What follows belongs to an exercise in optimizing a design on an open flow for small area, a short achievable clock period and few clock cycles; a production flow would make more cautious choices.
At most, simulation tests tie the RTL to the original design; equivalence was not proved.
No activity file was given, so power comes from the tool's default toggle rates.

Setup of build 2:
Design kn4_mx_pack, start of the top module:
module kn4_mx_pack (
    input  wire         clk,
    input  wire         rst,           
    input  wire         in_valid,
    output wire         in_ready,
    input  wire [31:0]  in_data,       
    input  wire [1:0]   in_fmt,        
    input  wire [2:0]   in_rnd,        
    output reg          out_valid,
    input  wire         out_ready,
    output reg  [7:0]   out_scale,     
    output reg  [255:0] out_elem,      
    output reg  [3:0]   out_flags      
);
For scale: ~1600 cells after synthesis, about 870 flip-flops, about 31000 um^2 of cells after synthesis.
Settings: LEC_CHECK=0, CAP_MARGIN=5, CORE_MARGIN=2, CORE_UTILIZATION=60, CTS_CLUSTER_DIAMETER=60, CTS_CLUSTER_SIZE=30, PLACE_DENSITY=0.7, SLEW_MARGIN=5; clock period 15.0 ns.
standard.sh (not shown) runs the stock make flow with config.mk's settings and CLKGATE_MAP_FILE= SYNTH_SCRIPT=/design/flow/synth_recipe.tcl, a recipe that flattens the netlist after the stock synthesis.
==> flow/flow/run.sh <==
#!/bin/bash
# Own layout flow: the standard synthesis unchanged, then the standard ORFS
# layout with plain buffers on the ports and timing repair aimed below the
# clock period (SETUP_SLACK_MARGIN) so that the achieved period shrinks.
set -euo pipefail
MARGIN=${MARGIN:-10.8}
bash standard.sh synth > synth.log 2>&1
bash standard.sh "BUFFER_PORTS_ARGS=-buffer_cell sky130_fd_sc_hd__buf_1" \
    "SETUP_SLACK_MARGIN=$MARGIN" "CTS_ARGS=-sink_clustering_enable -repair_clock_nets -sink_clustering_size 30 -sink_clustering_max_diameter 60 -balance_levels" finish > layout.log 2>&1
Testbench counts of build 2, summed over its fixed seeds: cycles 12,568.
The following lists how build 96 was set up differently from build 2:
diff --git a/flow/flow/run.sh b/flow/flow/run.sh
--- a/flow/flow/run.sh
+++ b/flow/flow/run.sh
@@ -8,2 +8,2 @@
 bash standard.sh "BUFFER_PORTS_ARGS=-buffer_cell sky130_fd_sc_hd__buf_1" \
-    "SETUP_SLACK_MARGIN=$MARGIN" "CTS_ARGS=-sink_clustering_enable -repair_clock_nets -sink_clustering_size 30 -sink_clustering_max_diameter 60 -balance_levels" finish > layout.log 2>&1
+    "SETUP_SLACK_MARGIN=$MARGIN" finish > layout.log 2>&1
diff --git a/flow/config.mk b/flow/config.mk
--- a/flow/config.mk
+++ b/flow/config.mk
@@ -10,4 +10,4 @@
 export CORE_UTILIZATION = 60
-export CTS_CLUSTER_DIAMETER = 60
-export CTS_CLUSTER_SIZE = 30
+export CTS_CLUSTER_DIAMETER = 40
+export CTS_CLUSTER_SIZE = 16
 export PLACE_DENSITY = 0.7
Notes after the runs:
- Build 96 vs. build 2: power density relative to cell area grew by 9.8%, setup slack shrank by 0.051 ns, wire length on met1 grew by 4.4%.
## Diff of input files: build 33 against build 96
diff --git a/flow/config.mk b/flow/config.mk
--- a/flow/config.mk
+++ b/flow/config.mk
@@ -10,4 +10,4 @@
 export CORE_UTILIZATION = 60
-export CTS_CLUSTER_DIAMETER = 40
-export CTS_CLUSTER_SIZE = 16
+export CTS_CLUSTER_DIAMETER = 60
+export CTS_CLUSTER_SIZE = 40
 export PLACE_DENSITY = 0.7
Notes after the runs:
Build 33: PASS, flow complete, no timing, DRC or antenna violations
In build 33 the fraction of standard cell area in multi-input logic turned out 0.62 points higher than in build 96.
Changes observed in build 33 relative to build 96: internal power of the cells shows a reduction of 14%, arrival time of the worst setup path shows a reduction of 0.02 ns, power shows a reduction of about 12%.
Re sequential share of layout area: build 33 is 3.5 points up on build 96.
Compared with build 96, build 33 shows a lower number of instances resized during post-cts repair.
Critical path startpoint: out_elem[107]$_DFFE_PP_ -> build 33, out_elem[106]$_DFFE_PP_ -> build 96
Build 33 ends up with a minimum setup slack in the final design that is 0.012 ns higher than in build 96.
Relative to build 33, the following input files were edited for build 29:
diff --git a/flow/config.mk b/flow/config.mk
--- a/flow/config.mk
+++ b/flow/config.mk
@@ -10,4 +10,5 @@
 export CORE_UTILIZATION = 60
-export CTS_CLUSTER_DIAMETER = 60
-export CTS_CLUSTER_SIZE = 40
+export CTS_BUF_LIST = sky130_fd_sc_hd__clkbuf_8
+export CTS_CLUSTER_DIAMETER = 45
+export CTS_CLUSTER_SIZE = 20
 export PLACE_DENSITY = 0.7
### Flow results
- There was hardly any difference in count of buffers not belonging to the clock network in the layout between build 29 and build 33.
- | footprint of the flip-flops and latches | build 33 vs build 29 | ≈ equal |
- Per the comparison of build 29 with build 33, fraction of layout instances using a drive strength above 1 shows an increase of 11 points, actual transition at the worst max-transition pin shows an increase of 0.10 ns, overall power shows a reduction of 0.99%.
- For the final cell count without fillers, build 29 came in 1.7% higher than build 33 did.
- | highest achievable clock rate | build 29 vs build 33 | worse |

* * *

kn4_mx_pack, a different RTL version from the one above (not shown whole).
For scale: ~1,700 cells after synthesis, ~880 flip-flops, ~310 I/O pins.
==> flow/config.mk <==
export PLATFORM = sky130hd
export DESIGN_NAME = kn4_mx_pack
export DESIGN_NICKNAME = kn4_mx_pack
export VERILOG_FILES = /design/flow/design.v
export SDC_FILE = /design/flow/constraint.sdc
export NUM_CORES = 4
export LEC_CHECK = 0
export CAP_MARGIN = 20
export CORE_MARGIN = 2
export CORE_UTILIZATION = 60
export CTS_CLUSTER_DIAMETER = 60
export CTS_CLUSTER_SIZE = 30
export PLACE_DENSITY = 0.7
export SLEW_MARGIN = 20
==> flow/constraint.sdc <==
create_clock -name core_clock -period 15.0 [get_ports {clk}]
set_input_delay 3.0000 -clock core_clock [delete_from_list [all_inputs] [get_ports {clk}]]
set_output_delay 3.0000 -clock core_clock [all_outputs]
set_load 0.01 [all_outputs]
==> flow/flow/run.sh <==
#!/bin/bash
# Own layout flow: the standard synthesis unchanged, then the standard ORFS
# layout with plain buffers on the ports and timing repair aimed below the
# clock period (SETUP_SLACK_MARGIN) so that the achieved period shrinks.
set -euo pipefail
MARGIN=${MARGIN:-10.6}
bash standard.sh synth > synth.log 2>&1
bash standard.sh "BUFFER_PORTS_ARGS=-buffer_cell sky130_fd_sc_hd__buf_1" \
    "SETUP_SLACK_MARGIN=$MARGIN" finish > layout.log 2>&1
Testbench counts at the start, summed over its fixed seeds: cycles 12,568.
Next try:
--- a/flow/flow/run.sh
+++ b/flow/flow/run.sh
@@ -4,5 +4,5 @@
 # clock period (SETUP_SLACK_MARGIN) so that the achieved period shrinks.
 set -euo pipefail
-MARGIN=${MARGIN:-10.6}
+MARGIN=${MARGIN:-10.9}
 bash standard.sh synth > synth.log 2>&1
 bash standard.sh "BUFFER_PORTS_ARGS=-buffer_cell sky130_fd_sc_hd__buf_1" \
- CORE_UTILIZATION: 60 -> 70
- CTS_CLUSTER_DIAMETER: 60 -> 50
- CTS_CLUSTER_SIZE: 30 -> 25
- PLACE_DENSITY: 0.7 -> 0.8
The new run passed the timing, DRC and antenna checks.
Clock power barely changes.
Maximum frequency decreases by 2.0%.
Cell count came out lower by 3.0%.
Non-clock buffer count fell by 6.
Wire length rises by 18%.
Next try:
- CORE_UTILIZATION: 70 -> 60
- CTS_CLUSTER_DIAMETER: 50 -> 60
- CTS_CLUSTER_SIZE: 25 -> 30
- PLACE_DENSITY: 0.8 -> 0.7
After rerunning:
- The changed run finished with timing, DRC and antenna clean
- area after synthesis is unchanged
- die area went up by 16%
- sequential power drops by about 2%
- via count came out lower by 5.7%

* * *

## run 1
RTL: one of the versions met above, not the one the previous note started from.
For scale: roughly 1600 cells after synthesis, ~870 flip-flops.
clock: 15.0 ns
lec_check: 0
cap_margin: 20
core_margin: 2
core_utilization: 60
cts_cluster_diameter: 50
cts_cluster_size: 20
place_density: 0.7
slew_margin: 20
==> flow/flow/run.sh <==
#!/bin/bash
# Own layout flow: the standard synthesis unchanged, then the standard ORFS
# layout with plain buffers on the ports and timing repair aimed below the
# clock period (SETUP_SLACK_MARGIN) so that the achieved period shrinks.
set -euo pipefail
MARGIN=${MARGIN:-10.8}
bash standard.sh synth > synth.log 2>&1
bash standard.sh "BUFFER_PORTS_ARGS=-buffer_cell sky130_fd_sc_hd__buf_1" \
    "SETUP_SLACK_MARGIN=$MARGIN" finish > layout.log 2>&1
Run 1 was carried through to the last stage, and its layout satisfied the timing, DRC and antenna checks.
Testbench counts of run 1, summed over its fixed seeds: cycles 12,568.
Input-level comparison between run 2 and run 1:
==> flow/config.mk <==
export PLATFORM = sky130hd
export DESIGN_NAME = kn4_mx_pack
export DESIGN_NICKNAME = kn4_mx_pack
export VERILOG_FILES = /design/flow/design.v
export SDC_FILE = /design/flow/constraint.sdc
export NUM_CORES = 4
export LEC_CHECK = 0
export CAP_MARGIN = 5
export CORE_MARGIN = 2
export CORE_UTILIZATION = 65
export CTS_CLUSTER_DIAMETER = 60
export CTS_CLUSTER_SIZE = 30
export PLACE_DENSITY = 0.75
export SLEW_MARGIN = 5
Results
Global-route usage was higher in run 2 than in run 1.
In run 2 the worst path setup slack after routing turned out 0.040 ns lower than in run 1.
Run 2: fraction of area in non-clock buffers 0.17 points above run 1
Per the final summary, run 2 finished and its layout is clean on timing, DRC and antenna.
Run 2 vs run 1 — count of non-filler cells in the finished layout dropped by a few percent
diff inputs: run 2 => run 3
==> flow/run.sh (new file) <==
#!/bin/bash
# synth_recipe.tcl (not shown) runs the flow's synth.tcl, then flattens the netlist and writes it again
# the make line also repeats each setting of config.mk as NAME=value (left out here)
make -C /OpenROAD-flow-scripts/flow DESIGN_CONFIG=/design/flow/config.mk WORK_HOME=/design/flow/orfs CLKGATE_MAP_FILE= SYNTH_SCRIPT=/design/flow/synth_recipe.tcl finish
==> flow/config.mk <==
export PLATFORM = sky130hd
export DESIGN_NAME = kn4_mx_pack
export DESIGN_NICKNAME = kn4_mx_pack
export VERILOG_FILES = /design/flow/design.v
export SDC_FILE = /design/flow/constraint.sdc
export NUM_CORES = 4
export LEC_CHECK = 0
export CAP_MARGIN = 20
export CORE_MARGIN = 2
export CORE_UTILIZATION = 60
export CTS_CLUSTER_DIAMETER = 60
export CTS_CLUSTER_SIZE = 30
export PLACE_DENSITY = 0.7
export SETUP_SLACK_MARGIN = 5
export SLEW_MARGIN = 20
removed: flow/flow/run.sh
removed: flow/standard.sh
Sequential share of cell area: run 3 vs run 2 down 3.4 points. Proportion of cell area occupied by multi-input gates down 0.97 points in run 3 wrt run 2. The higher detailed-route via count came out of run 2. Looking at number of non-clock buffers in the layout across run 3 and run 2, the one that comes out lower is run 3. | clock skew | run 3 vs run 2 | 0.011 ns lower |. Relative to run 2, the via density per instance of run 3 is lower by 0.30. Worst setup slack, run 3 and run 2: smaller value in run 3. Run 2 → run 3: cell area increased about 5%, power fell about 0.7%.
--- input diff run 3..run 4 ---
==> flow/flow/run.sh (new file) <==
#!/bin/bash
# Own layout flow: the standard synthesis unchanged, then the standard ORFS
# layout with plain buffers on the ports and timing repair aimed below the
# clock period (SETUP_SLACK_MARGIN) so that the achieved period shrinks.
set -euo pipefail
MARGIN=${MARGIN:-10.8}
bash standard.sh synth > synth.log 2>&1
bash standard.sh "BUFFER_PORTS_ARGS=-buffer_cell sky130_fd_sc_hd__buf_1" \
    "SETUP_SLACK_MARGIN=$MARGIN" finish > layout.log 2>&1
==> flow/standard.sh (new file) <==
#!/bin/bash
# synth_recipe.tcl (not shown) runs the flow's synth.tcl, then flattens the netlist and writes it again
# the make line also repeats each setting of config.mk as NAME=value (left out here)
make -C /OpenROAD-flow-scripts/flow DESIGN_CONFIG=/design/flow/config.mk WORK_HOME=/design/flow/orfs CLKGATE_MAP_FILE= SYNTH_SCRIPT=/design/flow/synth_recipe.tcl "${@:-finish}"
==> flow/config.mk <==
export PLATFORM = sky130hd
export DESIGN_NAME = kn4_mx_pack
export DESIGN_NICKNAME = kn4_mx_pack
export VERILOG_FILES = /design/flow/design.v
export SDC_FILE = /design/flow/constraint.sdc
export NUM_CORES = 4
export LEC_CHECK = 0
export CAP_MARGIN = 5
export CORE_MARGIN = 2
export CORE_UTILIZATION = 60
export CTS_CLUSTER_DIAMETER = 60
export CTS_CLUSTER_SIZE = 30
export PLACE_DENSITY = 0.62
export SLEW_MARGIN = 5
removed: flow/run.sh
==> comparison <==
- On run 4: first-pass GRT wire length is 0.91% lower than what run 3 gave.
- Comparing run 4 and run 3, the lower post-layout worst setup margin was measured on run 3.
- From run 3 to run 4 the numbers moved as follows: final period demand of the worst path decreased 0.69 ns; power dissipated by switching net loads increased by about 2% relative to the old numbers; area used by multi-input combinational logic picked up an extra about 2.7%; area growth from synthesis to layout went down; share of the core filled with cells decreased by 3.0 points relative to the old numbers.
- Register-to-register slack ends up higher on run 4.
- Run 4 ended up with a lower critical path depth than run 3 did.

* * *

Another version of the RTL of kn4_mx_pack (not shown whole).
Size: roughly 1700 cells after synthesis, ~310 I/O pins.
==> flow/design.v (excerpt) <==
module kn4_mx_pack (
    input  wire         clk,
    input  wire         rst,           
    input  wire         in_valid,
    output wire         in_ready,
    input  wire [31:0]  in_data,       
    input  wire [1:0]   in_fmt,        
    input  wire [2:0]   in_rnd,        
    output reg          out_valid,
    input  wire         out_ready,
    output reg  [7:0]   out_scale,     
    output reg  [255:0] out_elem,      
    output reg  [3:0]   out_flags      
);
    reg        ir_v;                   
    reg [5:0]  occ;                    
    reg [4:0]  n;                      
    reg [5:0]  r;                      
    reg        f_v, b_v;               
    reg [4:0]  wc;                     
    reg        rdy;                    
    wire pop  = (r != 6'd0) & ~b_v;
    wire load = ir_v & (~occ[5] | pop);
    assign in_ready = rdy;
    reg [31:0] ir_d;
    reg [1:0]  ir_fmt;
    reg [2:0]  ir_rnd;
    always @(posedge clk) begin
        if (in_ready) begin
            ir_d   <= in_data;
            ir_fmt <= in_fmt;
            ir_rnd <= in_rnd;
        end
    end
    wire        sgn   = ir_d[31];
    wire [7:0]  ex    = ir_d[30:23];
    wire [22:0] fr    = ir_d[22:0];
    wire        ex_z  = (ex == 8'd0);
    wire        ex_f  = (&ex);
    wire        fr_nz = (fr != 23'd0);
    wire        is_nan  = ex_f & fr_nz;
    wire        is_inf  = ex_f & ~fr_nz;
    wire        is_zero = ex_z & ~fr_nz;
  ...
clock: 15.0 ns
lec_check: 0
cap_margin: 20
core_margin: 2
core_utilization: 40
cts_cluster_size: 30
place_density: 0.6
slew_margin: 20
==> flow/flow/run.sh <==
#!/bin/bash
# Own layout flow: the standard synthesis unchanged, then the standard ORFS
# layout with plain buffers on the ports and timing repair aimed below the
# clock period (SETUP_SLACK_MARGIN) so that the achieved period shrinks.
set -euo pipefail
MARGIN=${MARGIN:-10.8}
bash standard.sh synth > synth.log 2>&1
bash standard.sh "BUFFER_PORTS_ARGS=-buffer_cell sky130_fd_sc_hd__buf_1" \
    "SETUP_SLACK_MARGIN=$MARGIN" finish > layout.log 2>&1
The first run passed the timing, DRC and antenna checks.
Change:
--- a/flow/flow/run.sh
+++ b/flow/flow/run.sh
@@ -4,5 +4,5 @@
 # clock period (SETUP_SLACK_MARGIN) so that the achieved period shrinks.
 set -euo pipefail
-MARGIN=${MARGIN:-10.8}
+MARGIN=${MARGIN:-10.9}
 bash standard.sh synth > synth.log 2>&1
 bash standard.sh "BUFFER_PORTS_ARGS=-buffer_cell sky130_fd_sc_hd__buf_1" \
- CTS_CLUSTER_DIAMETER: default -> 80
- CTS_CLUSTER_SIZE: 30 -> 35
The changed run finished clean.
Worst hold slack improved by 0.026 ns.
Clock skew goes down by 0.026 ns.
Synthesized cell count does not change.
Worst setup slack is better by 0.0065 ns.
First-iteration DRC count rises by 1.9%.
Cell area came out lower by 3.7%.
Fmax stays flat.
Sequential power hardly moves.
Die area does not change.
Wire length shrinks by 1.3%.
Change:
- CORE_UTILIZATION: 40 -> 60
- CTS_CLUSTER_DIAMETER: 80 -> 60
- CTS_CLUSTER_SIZE: 35 -> 30
- PLACE_DENSITY: 0.6 -> 0.7
=>
- The new run passed the timing, DRC and antenna checks
- die area goes down by 33%
- clock skew goes down by 0.022 ns
- synthesized area is unchanged
- final area barely changes
- total power goes up by about 3%
- worst setup slack improves by 0.071 ns
- fmax goes up by about 1.7%
- synthesized cell count stays the same
- non-clock buffer count goes up by 9
- combinational power is about the same
- utilization goes up by 23 points
Change:
--- a/flow/flow/run.sh
+++ b/flow/flow/run.sh
@@ -4,5 +4,5 @@
 # clock period (SETUP_SLACK_MARGIN) so that the achieved period shrinks.
 set -euo pipefail
-MARGIN=${MARGIN:-10.9}
+MARGIN=${MARGIN:-11.1}
 bash standard.sh synth > synth.log 2>&1
 bash standard.sh "BUFFER_PORTS_ARGS=-buffer_cell sky130_fd_sc_hd__buf_1" \
- CORE_UTILIZATION: 60 -> 40
- CTS_CLUSTER_DIAMETER: 60 -> default
- PLACE_DENSITY: 0.7 -> 0.6
Effect: Maximum frequency fell slightly; core utilization fell by 21 points; clock skew stays flat; final area rose by a few percent; cell count rose by about a fifth; wire length rose by roughly a tenth; clock-buffer cell count rose by 57; setup slack got worse by 0.061 ns; via count rose by a few percent; total power rose by roughly a tenth.
No functional check of the RTL was part of any run of this note.

[afterwards: timing with drivers on the ports]
Ports are ideal in the flow. The routed layouts listed here were re-timed in OpenROAD.
Step 1 sets driving cells, clkbuf_16 on the clock port and buf_2 on the other inputs (assumed; they add their load-dependent delay and slew).
Step 2 moves the port delays by t, midway between the first and last clock arrival at a register: inputs arrive t later, outputs are due t later. That takes back most of the time a late clock gives input paths.
a / b / c = ideal / step 1 / step 2; a / b = the first two.
| run | t (ns) | slack for setup (ns) | worst data-port slew with drivers (ns) |
|---|---|---|---|
| build 2 | 0.647 | 10.815 / 10.763 / 10.520 | 0.05 |
| build 96 | 0.673 | 10.764 / 10.706 / 10.529 | 0.05 |
| build 33 | 0.653 | 10.776 / 10.724 / 10.503 | 0.05 |
| build 29 | 0.705 | 10.711 / 10.662 / 10.509 | 0.06 |
| the first run of note 2 | 0.649 | 10.773 / 10.721 / 10.243 | 0.06 |
| the second run of note 2 | 0.661 | 10.686 / 10.629 / 10.362 | 0.04 |
| the third run of note 2 | 0.651 | 10.801 / 10.749 / 10.547 | 0.06 |
| run 1 | 0.674 | 10.794 / 10.740 / 10.502 | 0.06 |
| run 2 | 0.659 | 10.754 / 10.699 / 10.456 | 0.04 |
| run 3 | 0.647 | 10.067 / 10.081 / 9.435 | 0.05 |
| run 4 | 0.652 | 10.761 / 10.705 / 10.523 | 0.09 |
| the first run of note 4 | 0.700 | 10.659 / 10.594 / 10.356 | 0.06 |
| the second run of note 4 | 0.659 | 10.666 / 10.603 / 10.523 | 0.06 |
| the third run of note 4 | 0.661 | 10.737 / 10.677 / 10.538 | 0.07 |
| the fourth run of note 4 | 0.690 | 10.676 / 10.615 / 10.519 | 0.06 |
After both steps setup and hold are still met in every run listed. For run 3, which loses most, drivers alone change the setup slack by +0.014 ns; drivers and shift together by -0.632 ns.
